What follows belongs to an exercise in optimizing a design on an open flow for small area, a short achievable clock period and few clock cycles per item; a production flow would make more cautious choices.
The RTL of this run was laid out without a check of its function.
Power and IR drop assume default switching activity.

==> flow/design.v <==
module prs_decoder (
    input  wire        clk,
    input  wire        rst,           
    input  wire        in_valid,
    output wire        in_ready,
    input  wire [31:0] in_data,
    output wire        out_valid,
    input  wire        out_ready,
    output wire [14:0] out_sample,
    output wire        out_last
);
    integer i;
    reg  [3:0]  bwl;            
    reg         bwx;            
    reg         nxt_v;
    reg  [3:0]  nK;
    reg  [2:0]  nes;            
    reg         nsgn;
    reg  [31:0] B0, B1;         
    reg         B0v, B1v;
    reg         in_rdy;
    wire exp_ctrl  = (bwl == 4'd0) && !bwx;
    assign in_ready = in_rdy;
    wire in_fire   = in_valid && in_rdy;
    wire ctrl_fire = in_fire && exp_ctrl;
    wire body_fire = in_fire && !exp_ctrl;
    wire [31:0] in_s;
    genvar gi;
    generate
        for (gi = 0; gi < 32; gi = gi + 1) begin : g_ord
            assign in_s[gi] = in_data[8 * (gi / 8) + 7 - (gi % 8)];
        end
    endgenerate
    reg         cur_v;
    reg  [3:0]  K;
    reg  [2:0]  es;
    reg         sgn;
    reg  [4:0]  idx;            
    reg  [4:0]  ptr;            
    reg  [15:0] lacc;           
    reg         lz;             
    reg         chk;            
    wire        rawblk  = (K == 4'd15);
    wire        rawmode = rawblk || (idx[4:1] == 4'd0);
    wire        last    = (idx == 5'd31);
    wire [63:0] cbuf = {B1, B0};
    wire [21:0] w    = cbuf >> ptr;           
    reg  [8:0]  th;
    always @(*) begin
        th[0] = 1'b1;
        for (i = 1; i < 9; i = i + 1) th[i] = th[i - 1] & w[i - 1];
    end
    wire        all8 = th[8];
    reg  [2:0]  L;
    always @(*) begin
        casez (w[6:0])
            7'b??????0: L = 3'd0;
            7'b?????01: L = 3'd1;
            7'b????011: L = 3'd2;
            7'b???0111: L = 3'd3;
            7'b??01111: L = 3'd4;
            7'b?011111: L = 3'd5;
            7'b0111111: L = 3'd6;
            default:    L = 3'd7;
        endcase
    end
    wire        chunk = !rawmode && all8;
    wire [20:0] w1 = w[21:1] >> L;
    wire [14:0] v  = rawmode ? w[14:0] : w1[14:0];
    wire [5:0]  ptrW  = {1'b0, ptr} + (sgn ? 6'd15 : 6'd14);
    wire [5:0]  ptr8  = {1'b0, ptr} + 6'd8;
    wire [5:0]  ptrK1 = {1'b0, ptr} + {2'b00, K} + 6'd1;
    wire [4:0]  ptrR  = ptrK1[4:0] + {2'b00, L};
    reg         rc_crs, rc_over;
    always @(*) begin
        rc_crs  = ptrK1[5];
        rc_over = ptrK1[5] && (ptrK1[4:0] != 5'd0 || th[1]);
        for (i = 1; i < 8; i = i + 1) begin
            if (ptrK1 == 6'd32 - i) rc_crs  = th[i];
            if (ptrK1 == 6'd33 - i) rc_over = th[i];
        end
    end
    wire        crs   = rawmode ? ptrW[5] : chunk ? ptr8[5] : rc_crs;
    wire        over  = rawmode ? (ptrW > 6'd32) : rc_over;
    wire [4:0]  pnext = rawmode ? ptrW[4:0] : chunk ? ptr8[4:0] : ptrR;
    wire        ffit  = rawmode ? (ptrW <= 6'd32) : ({1'b0, ptr} + {2'b00, K} <= 6'd24);
    wire        efit  = rawmode ? (ptrW <= 6'd32) : chunk ? (ptr8 <= 6'd32) : !rc_over;
    reg         d_v, d_raw, d_last, d_sgn, d_lz;
    reg  [2:0]  d_es, d_L;
    reg  [3:0]  d_ks;           
    reg  [14:0] d_v15;
    reg         u_v, u_raw, u_last, u_sgn;
    reg  [2:0]  u_es;
    reg  [15:0] u_val;
    reg         q_v, q_raw, q_last, q_sgn, q_e0;
    reg  [16:0] q_val;
    reg  [14:0] xr1, xr0;       
    reg         last1, last0;
    reg  [1:0]  npc;            
    reg         h_v, h_last;
    reg  [14:0] h;
    wire r_go   = q_v && !npc[1];
    wire q_free = !q_v || !npc[1];
    wire u_mov  = u_v && q_free;
    wire u_free = !u_v || q_free;
    wire d_mov  = d_v && u_free;
    wire d_free = !d_v || u_free;
    wire go     = d_free && cur_v && B0v && (B1v || ffit || chk);
    wire dec    = go && !chunk;
    wire bend   = dec && last;
    wire take   = nxt_v && (!cur_v || bend);
    wire drop1 = go && (crs || bend);
    wire drop2 = bend && over;
    wire       nxt_vn = ctrl_fire || (nxt_v && !take);
    wire       B0v_n  = drop2 ? body_fire
                      : drop1 ? (B1v || body_fire)
                      : (B0v || body_fire);
    wire       B1v_n  = drop2 ? 1'b0
                      : drop1 ? (B1v && body_fire)
                      : (B1v || (B0v && body_fire));
    wire       expc_n = ctrl_fire ? 1'b0
                      : body_fire ? (bwl == 4'd0 || (bwl == 4'd1 && !bwx)) : exp_ctrl;
    wire h_ld  = (!h_v || out_ready) && (npc != 2'd0);
    wire [1:0] npc_a = npc + {1'b0, r_go};
    wire [1:0] npc_r = (npc != 2'd0) ? npc_a - 2'd1 : npc_a;        
    wire [1:0] npc_n = (!h_v && npc != 2'd0) ? npc_a - 2'd1 : npc_a;  
    always @(posedge clk) begin
        if (rst) begin
            bwl    <= 4'd0;
            bwx    <= 1'b0;
            nxt_v  <= 1'b0;
            in_rdy <= 1'b0;
            B0v    <= 1'b0;
            B1v    <= 1'b0;
            cur_v  <= 1'b0;
            chk    <= 1'b0;
            d_v    <= 1'b0;
            u_v    <= 1'b0;
            q_v    <= 1'b0;
            npc    <= 2'd0;
            h_v    <= 1'b0;
        end else begin
            if (ctrl_fire) begin
                bwl <= in_data[5:2];
                bwx <= |in_data[1:0];
            end else if (body_fire) begin
                if (bwl != 4'd0)
                    bwl <= bwl - 4'd1;
                else
                    bwx <= 1'b0;
            end
            nxt_v  <= nxt_vn;
            B0v    <= B0v_n;
            B1v    <= B1v_n;
            in_rdy <= expc_n ? !nxt_vn : !B1v_n;
            chk    <= !go && cur_v && B0v && efit;
            if (take)
                cur_v <= 1'b1;
            else if (bend)
                cur_v <= 1'b0;
            if (!cur_v) begin
                ptr <= 5'd0;
                idx <= 5'd0;
                lz  <= 1'b1;
            end else if (go) begin
                if (bend)
                    ptr <= 5'd0;
                else
                    ptr <= pnext;
                lz <= !chunk;
                if (dec)
                    idx <= idx + 5'd1;
            end
            if (dec)
                d_v <= 1'b1;
            else if (d_mov)
                d_v <= 1'b0;
            if (d_mov)
                u_v <= 1'b1;
            else if (u_mov)
                u_v <= 1'b0;
            if (u_mov)
                q_v <= 1'b1;
            else if (r_go)
                q_v <= 1'b0;
            npc <= out_ready ? npc_r : npc_n;
            h_v <= out_ready ? (npc != 2'd0) : (h_v || npc != 2'd0);
        end
        if (!nxt_v) begin
            nK   <= in_data[31:28];
            nes  <= in_data[24] ? 3'd0 : in_data[27:25];
            nsgn <= (in_data[19:16] == 4'd14);
        end
        if (take) begin
            K   <= nK;
            es  <= nes;
            sgn <= nsgn;
        end
        if (drop2 || (drop1 && !B1v) || !B0v)
            B0 <= in_s;
        else if (drop1)
            B0 <= B1;
        if (drop1 || !B1v)
            B1 <= in_s;
        if (go && chunk)
            lacc <= lacc_inc;
        if (dec) begin
            d_raw  <= rawmode;
            d_last <= last;
            d_sgn  <= sgn;
            d_es   <= es;
            d_ks   <= 4'd14 - K;
            d_L    <= L;
            d_lz   <= lz;
            d_v15  <= v;
        end
        if (d_mov) begin
            u_raw  <= d_raw;
            u_last <= d_last;
            u_sgn  <= d_sgn;
            u_es   <= d_es;
            u_val  <= d_raw ? {1'b0, rawv} : u;
        end
        if (u_mov) begin
            q_raw  <= u_raw;
            q_last <= u_last;
            q_sgn  <= u_sgn;
            q_e0   <= (u_es == 3'd0);
            q_val  <= u_raw ? {2'b00, u_val[14:0]} : qs;
        end
        if (r_go) begin
            last1 <= q_last;
            last0 <= last1;
            xr1   <= xr_n;
            xr0   <= xr1;
        end
        if (h_ld) begin
            h      <= npc[1] ? xr0 : xr1;
            h_last <= npc[1] ? last0 : last1;
        end
    end
    reg  [15:0] lacc_inc;
    reg         cy;
    always @(*) begin
        cy = 1'b0;
        for (i = 0; i < 16; i = i + 1) begin
            lacc_inc[i] = (lacc[i] && !lz) ^ (cy || (i == K + 3));
            cy = (cy || (i == K + 3)) && lacc[i] && !lz;
        end
    end
    reg  [13:0] r14;
    always @(*) for (i = 0; i < 14; i = i + 1) r14[i] = d_v15[13 - i];
    wire [13:0] low  = r14 >> d_ks;
    wire [16:0] lsh  = {d_L, 14'd0} >> d_ks;
    wire [15:0] u    = (lacc & {16{!d_lz}}) | lsh[15:0] | {2'b00, low};
    reg  [14:0] rawv;
    always @(*) begin
        for (i = 0; i < 15; i = i + 1) rawv[i] = d_v15[14 - i];
        if (!d_sgn) rawv = {1'b0, rawv[14:1]};
    end
    wire [16:0] qd   = {1'b0, u_val[15:1]} ^ {17{u_val[0]}};
    wire [16:0] qs   = (u_es == 3'd0) ? qd : qd + (qd << u_es);
    wire [16:0] x1e  = {{2{xr1[14]}}, xr1};
    wire [16:0] x0e  = {{2{xr0[14]}}, xr0};
    wire [16:0] pr   = (x1e << 1) - x0e;
    wire [16:0] csa_s = (x1e << 1) ^ ~x0e ^ q_val;
    wire [16:0] csa_c = ((((x1e << 1) & ~x0e) | ((x1e << 1) & q_val) | (~x0e & q_val)) << 1) | 17'd1;
    wire [16:0] sA    = csa_s + csa_c;
    wire        ov_hi = !sA[16] && sA[15:14] != 2'b00;                  
    wire        eq_hi = (sA == 17'h03FFF);
    wire        un_lo = sA[16] && (sA[15:14] != 2'b11 || sA[13:0] == 14'd0);  
    wire        eq_lo = (sA == 17'h1C001);
    wire        a_hi  = ov_hi || (!q_e0 && eq_hi);
    wire        a_lo  = q_sgn ? (un_lo || (!q_e0 && eq_lo)) : sA[16];
    wire        pr_hi = (!pr[16] && pr[15:14] != 2'b00) || (!q_e0 && pr == 17'h03FFF);
    wire        pr_lo = q_sgn ? ((pr[16] && (pr[15:14] != 2'b11 || pr[13:0] == 14'd0)) || (!q_e0 && pr == 17'h1C001))
                              : pr[16];
    wire [14:0] HI = q_e0 ? 15'h3FFF : 15'h3FFE;
    wire [14:0] LO = q_sgn ? (q_e0 ? 15'h4001 : 15'h4002) : 15'h0000;
    wire [16:0] sH = q_val + {3'b000, HI[13:0]};
    wire        h_lo = q_sgn ? (sH[16] && (sH[15:14] != 2'b11 || sH[13:0] == 14'd0 || (!q_e0 && sH == 17'h1C001)))
                             : sH[16];
    wire [14:0] cH = !q_val[16] ? HI : h_lo ? LO : sH[14:0];
    wire [16:0] sL = q_sgn ? q_val + {2'b11, LO} : q_val;
    wire        l_hi = (!sL[16] && sL[15:14] != 2'b00) || (!q_e0 && sL == 17'h03FFF);
    wire [14:0] cL = (q_val[16] || q_val == 17'd0) ? LO : l_hi ? HI : sL[14:0];
    wire [14:0] xr_n = q_raw ? q_val[14:0]
                     : pr_hi ? cH
                     : pr_lo ? cL
                     : a_hi  ? HI
                     : a_lo  ? LO
                     : sA[14:0];
    assign out_valid  = h_v;
    assign out_sample = h;
    assign out_last   = h_last;
endmodule
==> flow/run.sh <==
#!/bin/bash
# synth_recipe.tcl (not shown) runs the flow's synth.tcl, then flattens the netlist and writes it again
# the make line also repeats each setting of config.mk as NAME=value (left out here)
make -C /OpenROAD-flow-scripts/flow DESIGN_CONFIG=/design/flow/config.mk WORK_HOME=/design/flow/orfs CLKGATE_MAP_FILE= SYNTH_SCRIPT=/design/flow/synth_recipe.tcl finish
==> flow/config.mk <==
export PLATFORM = sky130hd
export DESIGN_NAME = prs_decoder
export DESIGN_NICKNAME = prs_decoder
export VERILOG_FILES = /design/flow/design.v
export SDC_FILE = /design/flow/constraint.sdc
export NUM_CORES = 4
export LEC_CHECK = 0
export CAP_MARGIN = 20
export CORE_MARGIN = 2
export CORE_UTILIZATION = 40
export SLEW_MARGIN = 20
==> flow/constraint.sdc <==
create_clock -name core_clock -period 20.0 [get_ports {clk}]
set_input_delay 4.0000 -clock core_clock [delete_from_list [all_inputs] [get_ports {clk}]]
set_output_delay 4.0000 -clock core_clock [all_outputs]
set_load 0.01 [all_outputs]
==> out/summary.txt <==
Synth top area share = 31.8%
cell with the most instances after synthesis = edfxtp_1
CP top delay family = compound AO/OA/AOI/OAI gates
worst-skew pair later-pin latency = 600 ps
1st-iter DRT viols = 1569
max_cap viols = 0
Synth warnings = 1
H-Tree Depth = 1
mapped cell area = 21400 um^2
Fill cells = 5052
critical path, cell by cell = buf_4 -> buf_4 -> mux4_1 -> mux2_2 -> a2111o_1 -> a21oi_1 -> o21ai_4 -> a21oi_1 -> ha_1 -> inv_1 -> fa_1 -> inv_1 -> a21o_1 -> nor2_1 -> a21oi_1 -> o21ai_0 -> nand2_1 -> o21ai_0 -> xor2_1 -> a211oi_1 -> a211oi_1
CP Capture Type = flop
FF+latch area = 7160 um^2
fmax = 0.163 GHz
vias per cell = 6.11
final hold vios = 0
gpl congestion = 0.934
Port-buffer cells = 53
die area = 55400 um^2
largest net degree at the start of global routing = 61
Initial Utilization = 40.6%
Tmin final = 6130 ps
Reg2Reg Depth = 21
most common library cells after synthesis = edfxtp_1, nand2_1, a21oi_1
count of unique library cells instantiated by Yosys = 101
CP Buf/Inv Count = 4
clock tree buffer depth = 3
register area share after synthesis = 33.4%
pre-CTS WS = 13790 ps
clk sinks = 244
wire per inst = 20.7 um
IO Pins = 54
Critical Path Max Stage Delay = 730 ps
total power = 1800 uW
Area Growth Syn to Fin = 8.93%
Final HPWL DP = 44900 um
final core occ = 44.2%
Hold Path Sink = d_es[0]
Cell Rows = 84
worst hold path class = reg2reg
Final Skew = 40.5 ps
clock-pin slew on the worst setup and hold paths = 60 ps
Worst Path Arrival = 6460 ps
Leakage = 0.00876 uW
dominant synthesized flop cell = edfxtp_1
TritonCTS buffer count = 30
WHS = 413 ps
DIE WIDTH = 235 um
Startpoint Class = flop
Max VDD drop = 0.0980 mV
CP max-delay cell = buf_4
setup TNS = 0 ps
vias in the first global route = 17072
crit share post-route = 30.7%
top cell type by total area after synthesis = edfxtp_1
vias post-DR = 17687
Setup violations, final = 0
RSZ-0062 raised after global routing = no
cts hold-fix bufs = 0
layout cells sized above 1 = 11.0%
ANT nets after route = 0
Core Region = 52800 um^2
outcome = finished clean
first-pass GRT wire length = 95600 um
Worst Hold Launch = es[0]
max_slew headroom = 25.1%
Synth Net Count = 2361
Nets = 2324
Yosys reg bits = 244
TritonCTS clock tree = built
R2R Path Start = ptr[1]
GRT Util Overall = 21.2%
Post-CTS Resized = 0
footprint of the multi-input gates = 13100 um^2
# diodes = 0
Crit path top cell by count = a21oi_1
Mapped Cells = 2220
EDFF count, synth = 227
Power per Cell Area = 77.0 nW/um^2
setup bufs post-CTS = 0
CP required = 20330 ps
DRT Pass-1 Iters = 6
Worst Tran Pin Value = 1120 ps
Crit Path Class = reg2reg
root buffer cell = clkbuf_16
DRC viols = 0
CP Max Fanout = 54
R2R Setup Slk = 13870 ps
initial antenna violation count = 0
Synth Area per Inst = 9.64 um^2
ranking of synthesized cells by area = edfxtp_1, mux4_2, mux2i_1, ha_1, a21oi_1
worst r2r dst = ptr[4]
final WL = 59800 um
fin. max-slew vios = 0
Setup WS post-layout = 13870 ps
Async S/R FF share, synth = 0%
WHS Path Cells = 0
Die Y = 235 um
grt total ovfl = 0
[cells by family (layout without fill, tap and decap cells)]
kind of cell | after synthesis | after routing | synth area share [%]
compound gates | 600 | 600 | 18.6
xor+xnor | 87 | 87 | 3.56
fa+ha+maj | 105 | 105 | 6.84
buf+inv | 279 | 265 | 5.71
flops | 244 | 244 | 33.4
mux | 255 | 255 | 16.9
simple gates | 650 | 650 | 14.9
[final cells by class]
type                            count  share of cell area [%]
Multi-Input combinational cell   1697                    56.1
Sequential cell                   244                    30.7
Tap cell                          688                    3.69
Clock buffer                       31                    3.23
Timing Repair Buffer               72                    2.89
Inverter                          138                    2.22
Clock inverter                     24                    1.17
[where the power goes]
part,switching [uW],total (uW),internal [uW]
logic,328,564,237
clock network,231,570,340
registers,44.5,662,617
[worst register-to-register path: stages (launching register included)]
cell	delay (ps)
edfxtp_1	320
buf_4	330
buf_4	740
mux4_1	760
mux2_2	350
a2111o_1	590
a21oi_1	370
o21ai_4	270
a21oi_1	280
ha_1	200
inv_1	60
fa_1	430
inv_1	80
a21o_1	160
nor2_1	50
a21oi_1	130
o21ai_0	90
nand2_1	80
o21ai_0	100
xor2_1	170
a211oi_1	240
a211oi_1	70
[cell usage in the layout (no fill, tap or decap), types with 12 or more instances in the layout]
cell             count
nand2b_1            24
fa_1                20
a21o_1              18
a21oi_1            166
ha_1                85
xor2_1              33
a211oi_1            40
or3_1               21
a22oi_1             12
o22ai_1             15
nor3_1              63
buf_4               19
a31oi_1             22
mux2_2              35
o21ai_0            117
inv_1              130
o221ai_1            16
clkbuf_16           30
xnor2_1             54
a221oi_1            14
dfxtp_1             17
clkdlybuf4s50_1     53
mux2_4              31
and2_1              21
mux4_2              61
nand4_1             14
o21a_1              20
o211ai_1            27
nor2_1             165
mux2i_1            120
nand2_1            171
nand3_1             50
nor2b_1             23
edfxtp_1           227
and3_1              21
nor4_1              16
[through the flow]
stage	area, um^2	instances
detailed placement	22300	2839
floorplan	21400	2220
global placement	22300	2839
finish	23300	2894
global route	23300	2894
CTS	23300	2894
[worst max-delay path by stage]
stage          slack, ps   start  cells past startpoint     end
2_1_floorplan      14850     rst                      3  idx[0]
3_3_place_gp       13780  ptr[1]                     22  ptr[4]
3_5_place_dp       13790  ptr[1]                     22  ptr[4]
4_1_cts            13730  ptr[1]                     22  ptr[4]
5_1_grt            13370  ptr[1]                     21  ptr[4]
6_report           13870  ptr[1]                     21  ptr[4]
[state kept, by name, indices dropped and copies added, names as in the netlist, 16 cells and up]
register  cells
B1           32
lacc         16
B0           32
u_val        16
q_val        17
[per-layer routing]
metal | GRT usage [%] | share of wire, % | wire [um] | vias up
li1 | - | - | - | 8341
met1 | 27.4 | 42 | 25300 | 8536
met2 | 37.0 | 49 | 29300 | 674
met3 | 2.51 | 5.5 | 3270 | 136
met4 | 6.74 | 3.2 | 1920 | 0
met5 | 0 | 0 | 0 | -

static timing again, ports no longer ideal:
In the flow no input, the clock included, has a driving cell. The finished layout below was timed again as built, in two steps. Step 1: set_driving_cell puts a clkbuf_16 on clk and a buf_2 on each other input, an assumption about the parent block. Step 2 moves the port delays by t, midway between the first and last clock arrival at a register: inputs arrive t later, outputs are due t later. That takes back most of the time a late clock gives input paths. Slacks: ideal ports / drivers / drivers and shift; pairs: ideal ports / drivers.
shift t [ns]: 0.640
slack for setup (ns): 13.868 / 13.868 / 13.868
worst setup path after step 2: register to register
clock arrival spread, ns: 0.040 / 0.040
pins driven straight from the clock port: 1
After both steps setup and hold are still met in this run. The setup slack of this run moves by 0.000 ns with the drivers and by 0.000 ns with both steps.
